Context: an optimization exercise on an open-source flow, tuned for small area, a short achievable clock period and few clock cycles per item. The choices shown serve that exercise and are no tape-out recipe. At most, simulation tests tie the RTL to the original design; equivalence was not proved.

before:
// pagecode_dec
module pagecode_dec (
  input  wire        clk,
  input  wire        rst,
  input  wire        in_valid,
  input  wire [7:0]  in_data,
  output reg         in_ready,
  output reg         out_valid,
  output reg         out_clean,
  output reg         out_poison,
  output reg         out_ok,
  output reg  [2:0]  out_count,
  output wire [31:0] out_pos,
  output wire [31:0] out_val
);
Size: roughly 2,400 cells after synthesis, about 320 flip-flops, about 83 I/O pins, about 0.023 mm2 of cells after synthesis.
export LEC_CHECK = 0
export CAP_MARGIN = 20
export CORE_MARGIN = 2
export CORE_UTILIZATION = 40
export CTS_CLUSTER_DIAMETER = 80
export CTS_CLUSTER_SIZE = 20
export SLEW_MARGIN = 20
create_clock -name core_clock -period 12.0 [get_ports {clk}]
standard.sh (not shown) runs the stock make flow with config.mk's settings and CLKGATE_MAP_FILE= SYNTH_SCRIPT=/design/flow/synth_recipe.tcl, a recipe that flattens the netlist after the stock synthesis.
==> flow/flow/run.sh <==
#!/bin/bash
# The standard layout, with ORFS's repair_timing aiming at a setup slack
# margin of 8.5 ns, and buf_2 cells as the port buffers (the SDC, clock period
# and all other settings unchanged).
set -euo pipefail
export SETUP_SLACK_MARGIN=8.5
export BUFFER_PORTS_ARGS="-buffer_cell sky130_fd_sc_hd__buf_2"
bash standard.sh > standard_flow.log 2>&1
## Diff of input files: after against before
-- flow/design.v --
<<< before, line 10
  output reg         out_ok,
  output reg  [2:0]  out_count,
  output wire [31:0] out_pos,
  output wire [31:0] out_val
);
  function automatic [7:0] gf_mul(input [7:0] a, input [7:0] b);
>>> after, line 10
  output reg         out_ok,
  output reg  [2:0]  out_count,
  output reg  [31:0] out_pos,
  output reg  [31:0] out_val
);
  function automatic [7:0] gf_mul(input [7:0] a, input [7:0] b);
<<< before, line 137
  reg  [7:0] iv;                
  reg  [11:0] ih;               
  reg  [2:0] sx;                
  reg  [1:0] lx;                
>>> after, line 137
  reg  [7:0] iv;                
  reg  [11:0] ih;               
  reg  [7:0] ovr;               
  reg  [2:0] sx;                
  reg  [1:0] lx;                
<<< before, line 150
  reg  [1:0] sa, sb, sc;        
  reg  [2:0] nroot;
  wire [7:0] p    = gf_mul(ma, mb);
  wire [7:0] ssel = S[sx];
  wire [7:0] lsel = lam[lx];
  wire [7:0] i2   = gf_inv2(ih);                    
  wire s_zero = (syn_nx[0] | syn_nx[1] | syn_nx[2] | syn_nx[3] |
                 syn_nx[4] | syn_nx[5] | syn_nx[6] | syn_nx[7]) == 8'h00;
  wire s_pois = {syn_nx[7], syn_nx[6], syn_nx[5], syn_nx[4],
                 syn_nx[3], syn_nx[2], syn_nx[1], syn_nx[0]} == SP;
  wire       d_nz  = (ma != 8'h00);
  wire       lc    = d_nz && ({L, 1'b0} <= {1'b0, r});
>>> after, line 151
  reg  [1:0] sa, sb, sc;        
  reg  [2:0] nroot;
  reg        fin_d;             
  wire [7:0] p    = gf_mul(ma, mb);
  wire [7:0] ssel = S[sx];
  wire [7:0] lsel = lam[lx];
  wire [7:0] i2   = gf_inv2(ih);                    
  wire s_zero = (S[0] | S[1] | S[2] | S[3] | S[4] | S[5] | S[6] | S[7]) == 8'h00;
  wire s_pois = {S[7], S[6], S[5], S[4], S[3], S[2], S[1], S[0]} == SP;
  wire       d_nz  = (ma != 8'h00);
  wire       lc    = d_nz && ({L, 1'b0} <= {1'b0, r});
<<< before, line 191
    st_nx = st;
    case (st)
      D_F:    if (r == 3'd0) st_nx = clean_f ? D_FIN : D_DISC;
              else if (lc && lnew > 4'd4) st_nx = D_FIN;
              else st_nx = D_UPD;
>>> after, line 191
    st_nx = st;
    case (st)
      D_F:    if (r == 3'd0) st_nx = s_zero ? D_FIN : D_DISC;
              else if (lc && lnew > 4'd4) st_nx = D_FIN;
              else st_nx = D_UPD;
<<< before, line 207
    if (rst) begin
      st        <= D_IDLE;
      out_valid <= 1'b0;
      in_ready  <= 1'b1;
    end else begin
      st        <= st_nx;
      out_valid <= (st == D_FIN);
      in_ready  <= !last_nx || (st == D_IDLE && !load) || (st == D_FIN) ||
                   (st == D_DRN && !pa && !pb);
>>> after, line 207
    if (rst) begin
      st        <= D_IDLE;
      fin_d     <= 1'b0;
      out_valid <= 1'b0;
      in_ready  <= 1'b1;
    end else begin
      st        <= st_nx;
      fin_d     <= (st == D_FIN);
      out_valid <= fin_d;
      in_ready  <= !last_nx || (st == D_IDLE && !load) || (st == D_FIN) ||
                   (st == D_DRN && !pa && !pb);
<<< before, line 221
      D_F: begin
        if (r == 3'd0) begin
          lam[0]  <= ma;
          if (!d_nz) begin
>>> after, line 223
      D_F: begin
        if (r == 3'd0) begin
          clean_f <= s_zero;
          pois_f  <= s_pois;
          lam[0]  <= ma;
          if (!d_nz) begin
<<< before, line 241
          ma  <= p;
          mb  <= bs[jmax[1:0] - 2'd1];
          sx  <= (r == 3'd7) ? 3'd3 : r[2] ? r - 3'd3 : 3'd0;
          lx  <= (r == 3'd7) ? 2'd2 : (r[2] || r == 3'd3) ? 2'd3 : r[1:0];
          k   <= jmax;
>>> after, line 245
          ma  <= p;
          mb  <= bs[jmax[1:0] - 2'd1];
          sx  <= (r[2] && r != 3'd7) ? r - 3'd3 : 3'd0;   
          lx  <= (r == 3'd7) ? 2'd2 : (r[2] || r == 3'd3) ? 2'd3 : r[1:0];
          k   <= jmax;
<<< before, line 249
        lam[k1] <= lam[k1] ^ p;
        if (r == 3'd7)
          bs[k1] <= ssel;                             
        else if (k == 3'd1)
          bs[0] <= {7'd0, lch};
>>> after, line 253
        lam[k1] <= lam[k1] ^ p;
        if (r == 3'd7)
          bs[k1] <= S[k1];                            
        else if (k == 3'd1)
          bs[0] <= {7'd0, lch};
<<< before, line 266
          mb <= bs[k2];
          k  <= k - 3'd1;
          if (r == 3'd7)
            sx <= sx - 3'd1;
        end
      end
>>> after, line 270
          mb <= bs[k2];
          k  <= k - 3'd1;
        end
      end
<<< before, line 327
    pc <= pb;
    if (pa) begin
      binv <= dacc;
      sb   <= sa;
    end
    if (pb) begin
      ma <= binv;
      mb <= i2;
      sc <= sb;
>>> after, line 329
    pc <= pb;
    if (pa) begin
      ovr <= dacc;
      sb  <= sa;
    end
    if (pb) begin
      ma <= ovr;
      mb <= i2;
      sc <= sb;
<<< before, line 351
      end
      binv  <= 8'h01;
      clean_f <= s_zero;
      pois_f  <= s_pois;
      ma    <= syn_nx[0];
      iv    <= syn_nx[0];
>>> after, line 353
      end
      binv  <= 8'h01;
      ma    <= syn_nx[0];
      iv    <= syn_nx[0];
<<< before, line 366
    end
  end
  assign out_pos = {S[3], S[2], S[1], S[0]};
  assign out_val = {S[7], S[6], S[5], S[4]};
  always @(posedge clk) begin
    out_clean  <= clean_f;
    out_poison <= pois_f;
>>> after, line 366
    end
  end
  always @(posedge clk) begin
    out_pos    <= {S[3], S[2], S[1], S[0]};
    out_val    <= {S[7], S[6], S[5], S[4]};
    out_clean  <= clean_f;
    out_poison <= pois_f;
==> comparison <==
- On after: horizontal extent of the die is 4.1 um higher than what before gave.
- Comparing before with after, the final-layout non-clock buffer area share came out essentially unchanged.
- Going from before to after, post-synthesis share of cell area spent on full adders, half adders and majority gates now sits at about the same level; normalized max-slew margin shrank by 3.0 points; post-route standard cell area excluding fillers shows an increase of about 3.3%.
- before → after: worst setup slack rose 0.19 ns; final cell count without fillers lost 1.1%.
Testbench counts of after, summed over its fixed seeds: cycles 53,187, items 384.
The RTL of before was laid out without a check of its function.

========
RTL: one of the versions met above, not the one the previous note started from.
For scale: ~2400 cells after synthesis, roughly 0.024 sq mm of cells after synthesis.
Settings: LEC_CHECK=0, CAP_MARGIN=20, CORE_MARGIN=2, CORE_UTILIZATION=40, SLEW_MARGIN=20; clock period 12.0 ns.
Scripts as last shown in full above: flow/flow/run.sh
The baseline finished with timing, DRC and antenna clean.
Testbench counts at the start, summed over its fixed seeds: cycles 53,187, items 384.
Rerun with:
--- a/flow/design.v
+++ b/flow/design.v
@@ -131,17 +131,16 @@
   reg  [7:0] S    [0:7];        
   reg  [7:0] lam  [0:3];        
   reg  [7:0] bs   [0:3];        
   reg  [7:0] ma, mb;            
   reg  [7:0] binv;              
   reg  [7:0] dacc;              
   reg  [7:0] iv;                
   reg  [11:0] ih;               
-  reg  [7:0] ovr;               
   reg  [2:0] sx;                
   reg  [1:0] lx;                
   reg  [2:0] r;                 
   reg  [2:0] k;                 
   reg  [2:0] L;
   reg        fail;              
   reg        lch;               
   reg        clean_f, pois_f;
@@ -150,18 +149,20 @@
   reg        pa, pb, pc;        
   reg  [1:0] sa, sb, sc;        
   reg  [2:0] nroot;
   reg        fin_d;             
   wire [7:0] p    = gf_mul(ma, mb);
   wire [7:0] ssel = S[sx];
   wire [7:0] lsel = lam[lx];
   wire [7:0] i2   = gf_inv2(ih);                    
-  wire s_zero = (S[0] | S[1] | S[2] | S[3] | S[4] | S[5] | S[6] | S[7]) == 8'h00;
-  wire s_pois = {S[7], S[6], S[5], S[4], S[3], S[2], S[1], S[0]} == SP;
+  wire s_zero = (syn_nx[0] | syn_nx[1] | syn_nx[2] | syn_nx[3] |
+                 syn_nx[4] | syn_nx[5] | syn_nx[6] | syn_nx[7]) == 8'h00;
+  wire s_pois = {syn_nx[7], syn_nx[6], syn_nx[5], syn_nx[4],
+                 syn_nx[3], syn_nx[2], syn_nx[1], syn_nx[0]} == SP;
   wire       d_nz  = (ma != 8'h00);
   wire       lc    = d_nz && ({L, 1'b0} <= {1'b0, r});
   wire [3:0] lnew  = {1'b0, r} + 4'd1 - {1'b0, L};
   wire [2:0] r1    = r + 3'd1;
   wire [2:0] kmx1  = r1[2] ? 3'd4 : r1;             
   wire [2:0] jmax  = (r == 3'd1) ? 3'd3 : 3'd4;     
   wire [1:0] k1    = k[1:0] - 2'd1;                 
   wire [1:0] k2    = k[1:0] - 2'd2;
@@ -185,17 +186,17 @@
   wire       rt    = (st == D_CHN) && (rt_hi || rt_lo);
   wire       adv   = !(rt_hi && rt_lo);
   wire [1:0] slot  = L[1:0] - 2'd1 - nroot[1:0];
   wire       ok_dec = !clean_f && !fail && (nroot == L);
   reg  [2:0] st_nx;
   always @(*) begin
     st_nx = st;
     case (st)
-      D_F:    if (r == 3'd0) st_nx = s_zero ? D_FIN : D_DISC;
+      D_F:    if (r == 3'd0) st_nx = clean_f ? D_FIN : D_DISC;
               else if (lc && lnew > 4'd4) st_nx = D_FIN;
               else st_nx = D_UPD;
       D_UPD:  if (k == 3'd1) st_nx = (r == 3'd7) ? D_OMG : D_DISC;
       D_DISC: if (k == 3'd1) st_nx = D_F;
       D_OMG:  if (k == 3'd1 && r == 3'd1) st_nx = D_CHN;
       D_CHN:  if (adv && q == 7'd0) st_nx = D_DRN;
       D_DRN:  if (!pa && !pb) st_nx = D_FIN;
       D_FIN:  st_nx = D_IDLE;
@@ -217,18 +218,16 @@
                    (st == D_DRN && !pa && !pb);
     end
   end
   always @(posedge clk) begin
     ih <= gf_inv1(iv);
     case (st)
       D_F: begin
         if (r == 3'd0) begin
-          clean_f <= s_zero;
-          pois_f  <= s_pois;
           lam[0]  <= ma;
           if (!d_nz) begin
             bs[0] <= 8'h00;
             bs[1] <= 8'h01;
           end
           L   <= {2'b00, d_nz};
           lch <= d_nz;
           mb  <= ssel;                                
@@ -239,41 +238,43 @@
           iv  <= ma;
           lch <= lc;
           if (lc)
             L <= lnew[2:0];
           if (lc && lnew > 4'd4)
             fail <= 1'b1;
           ma  <= p;
           mb  <= bs[jmax[1:0] - 2'd1];
-          sx  <= (r[2] && r != 3'd7) ? r - 3'd3 : 3'd0;   
+          sx  <= (r == 3'd7) ? 3'd3 : r[2] ? r - 3'd3 : 3'd0;
           lx  <= (r == 3'd7) ? 2'd2 : (r[2] || r == 3'd3) ? 2'd3 : r[1:0];
           k   <= jmax;
         end
       end
       D_UPD: begin
         lam[k1] <= lam[k1] ^ p;
         if (r == 3'd7)
-          bs[k1] <= S[k1];                            
+          bs[k1] <= ssel;                             
         else if (k == 3'd1)
           bs[0] <= {7'd0, lch};
         else
           bs[k1] <= lch ? lam[k2] : bs[k2];
         if (k == 3'd1) begin
           if (lch)
             binv <= i2;                               
           ma <= lsel;
           mb <= ssel;
           sx <= sx + 3'd1;
           lx <= lx - 2'd1;
           r  <= (r == 3'd7) ? 3'd3 : r1;
           k  <= (r == 3'd7) ? 3'd3 : kmx1;
         end else begin
           mb <= bs[k2];
           k  <= k - 3'd1;
+          if (r == 3'd7)
+            sx <= sx - 3'd1;
         end
       end
       D_DISC: begin
         dacc <= acc;
         if (r == 3'd1 && lch)
           binv <= i2;                                 
         if (k == 3'd1) begin
           ma <= acc ^ ssel;                           
@@ -323,21 +324,21 @@
         end
       end
       default: ;
     endcase
     pa <= rt;
     pb <= pa;
     pc <= pb;
     if (pa) begin
-      ovr <= dacc;
-      sb  <= sa;
+      binv <= dacc;
+      sb   <= sa;
     end
     if (pb) begin
-      ma <= ovr;
+      ma <= binv;
       mb <= i2;
       sc <= sb;
     end
     if (pc)
       S[3'd4 + sc] <= p;
     if (st == D_FIN)
       for (i = 0; i < 4; i = i + 1)
         if (!(ok_dec && i < L)) begin
@@ -347,16 +348,18 @@
     if (load) begin
       for (i = 0; i < 8; i = i + 1)
         S[i] <= syn_nx[i];
       for (i = 0; i < 4; i = i + 1) begin
         lam[i] <= 8'h00;
         bs[i]  <= (i == 0) ? 8'h01 : 8'h00;
       end
       binv  <= 8'h01;
+      clean_f <= s_zero;
+      pois_f  <= s_pois;
       ma    <= syn_nx[0];
       iv    <= syn_nx[0];
       sx    <= 3'd0;
       L     <= 3'd0;
       r     <= 3'd0;
       fail  <= 1'b0;
       hid   <= 1'b0;
       pa    <= 1'b0;
Outcome:
- The new run finished clean
- cell count climbs by about 3.2%
- via count climbs by about 4.6%
- design area climbs by about 1.8%
- synthesized cell count climbs by about 4%
- setup slack is worse by 0.0068 ns
- count of clock-buffer cells in the layout climbs by 7
- sequential share of layout area drops by 1.6 points
- critical path depth climbs by 7
- hold slack is worse by 0.052 ns
- die area climbs by 1.3%
- non-clock buffer count is unchanged
For the second run of this note, only the layout was checked, not whether the RTL still works.

========
v11:
pagecode_dec, a different RTL version from the one above (not shown whole).
Size: about 2,400 cells after synthesis, about 83 I/O pins, roughly 24,000 um^2 of cells after synthesis.
export LEC_CHECK = 0
export CAP_MARGIN = 20
export CORE_MARGIN = 2
export CORE_UTILIZATION = 40
export SLEW_MARGIN = 20
create_clock -name core_clock -period 12.0 [get_ports {clk}]
Scripts as last shown in full above: flow/flow/run.sh
Per the final summary, v11 finished and its layout is clean on timing, DRC and antenna.
What v6 does differently from v11 at the input level:
-- flow/design.v --
<<< v11, line 137
  reg  [7:0] iv;                
  reg  [11:0] ih;               
  reg  [2:0] sx;                
  reg  [1:0] lx;                
>>> v6, line 137
  reg  [7:0] iv;                
  reg  [11:0] ih;               
  reg  [7:0] ovr;               
  reg  [2:0] sx;                
  reg  [1:0] lx;                
<<< v11, line 174
  wire [7:0] ol2 = gf_mul(bs[2], AM2);
  wire [7:0] ol3 = gf_mul(bs[3], AM3);
  wire [7:0] lv_hi = 8'h01 ^ lam[0] ^ lam[1] ^ lam[2] ^ lam[3];
  wire [7:0] lv_lo = 8'h01 ^ ll0 ^ ll1 ^ ll2 ^ ll3;
  wire       rt_hi = (lv_hi == 8'h00) && !hid;
  wire       rt_lo = (lv_lo == 8'h00);
  wire [7:0] dv_hi = lam[0] ^ lam[2];
  wire [7:0] dv_lo = ll0 ^ ll2;
>>> v6, line 175
  wire [7:0] ol2 = gf_mul(bs[2], AM2);
  wire [7:0] ol3 = gf_mul(bs[3], AM3);
  wire [7:0] ln0 = gf_mul(ll0, AM1);                
  wire [7:0] ln1 = gf_mul(ll1, AM2);
  wire [7:0] ln2 = gf_mul(ll2, AM3);
  wire [7:0] ln3 = gf_mul(ll3, AM4);
  wire       cadv = (st == D_CHN) && adv;
  wire [7:0] lv_hi = cadv ? 8'h01 ^ ln0 ^ ln1 ^ ln2 ^ ln3
                          : 8'h01 ^ lam[0] ^ lam[1] ^ lam[2] ^ lam[3];
  wire [7:0] lv_lo = cadv ? 8'h01 ^ gf_mul(lam[0], 8'had) ^ gf_mul(lam[1], 8'h36) ^
                            gf_mul(lam[2], 8'hcf) ^ gf_mul(lam[3], 8'h7d)
                          : 8'h01 ^ ll0 ^ ll1 ^ ll2 ^ ll3;    
  reg        rz_hi, rz_lo;
  wire       rt_hi = rz_hi && !hid;
  wire       rt_lo = rz_lo;
  wire [7:0] dv_hi = lam[0] ^ lam[2];
  wire [7:0] dv_lo = ll0 ^ ll2;
<<< v11, line 312
        hid <= !adv;
        if (adv) begin
          lam[0] <= gf_mul(ll0, AM1);
          lam[1] <= gf_mul(ll1, AM2);
          lam[2] <= gf_mul(ll2, AM3);
          lam[3] <= gf_mul(ll3, AM4);
          bs[1]  <= gf_mul(ol1, AM1);
          bs[2]  <= gf_mul(ol2, AM2);
>>> v6, line 322
        hid <= !adv;
        if (adv) begin
          lam[0] <= ln0;
          lam[1] <= ln1;
          lam[2] <= ln2;
          lam[3] <= ln3;
          bs[1]  <= gf_mul(ol1, AM1);
          bs[2]  <= gf_mul(ol2, AM2);
<<< v11, line 324
      default: ;
    endcase
    pa <= rt;
    pb <= pa;
    pc <= pb;
    if (pa) begin
      binv <= dacc;
      sb   <= sa;
    end
    if (pb) begin
      ma <= binv;
      mb <= i2;
      sc <= sb;
>>> v6, line 334
      default: ;
    endcase
    rz_hi <= (lv_hi == 8'h00);
    rz_lo <= (lv_lo == 8'h00);
    pa <= rt;
    pb <= pa;
    pc <= pb;
    if (pa) begin
      ovr <= dacc;
      sb  <= sa;
    end
    if (pb) begin
      ma <= ovr;
      mb <= i2;
      sc <= sb;
==> run summary <==
- v6 ended up with a lower area fraction in and, or, nand and nor cells after synthesis than v11 did.
- From v11 to v6 the numbers moved as follows: layout cell share with drive strength beyond 1 decreased 2.6 points; post-placement worst setup slack went down 150 ps; length of the first detailed-routing pass in iterations now sits lower.
- Comparing v6 and v11, utilization is lower on v6.
- Changes observed in v6 relative to v11: global routing met2 resource utilization went down, wire length of the first global-routing pass went down, synthesized cell count went up.
- Against v11, v6 comes in about 0.8% higher on total non-filler cell area in the finished layout.
Function was not checked in any run of this note: the RTL went through the layout flow alone.

static timing again, ports no longer ideal:
How much do the figures lean on ideal ports? The routed layouts below were timed once more, with nothing changed but the port constraints. Step 1 assumes that a clkbuf_16 drives the clock port and a buf_2 every other input. Step 2, shift: input delay + t, output delay - t, t = (earliest + latest rising clock arrival at the registers) / 2. This alone moves slack from input paths to output paths. Three values: ideal, step 1, step 2; two values: the first two.
run | t, ns | setup WS [ns] | worst slew at a driven data input, ns | pins driven straight from the clock port
before | 0.646 | 8.332 / 8.269 / 8.579 | 0.03 | 1
after | 0.679 | 8.519 / 8.462 / 8.627 | 0.06 | 1
the first run of note 2 | 0.653 | 8.523 / 8.470 / 8.635 | 0.06 | 1
the second run of note 2 | 0.656 | 8.516 / 8.479 / 8.516 | 0.04 | 1
v11 | 0.659 | 8.485 / 8.426 / 8.523 | 0.03 | 1
v6 | 0.656 | 8.511 / 8.449 / 8.656 | 0.04 | 1
After both steps every run listed still meets setup and hold.
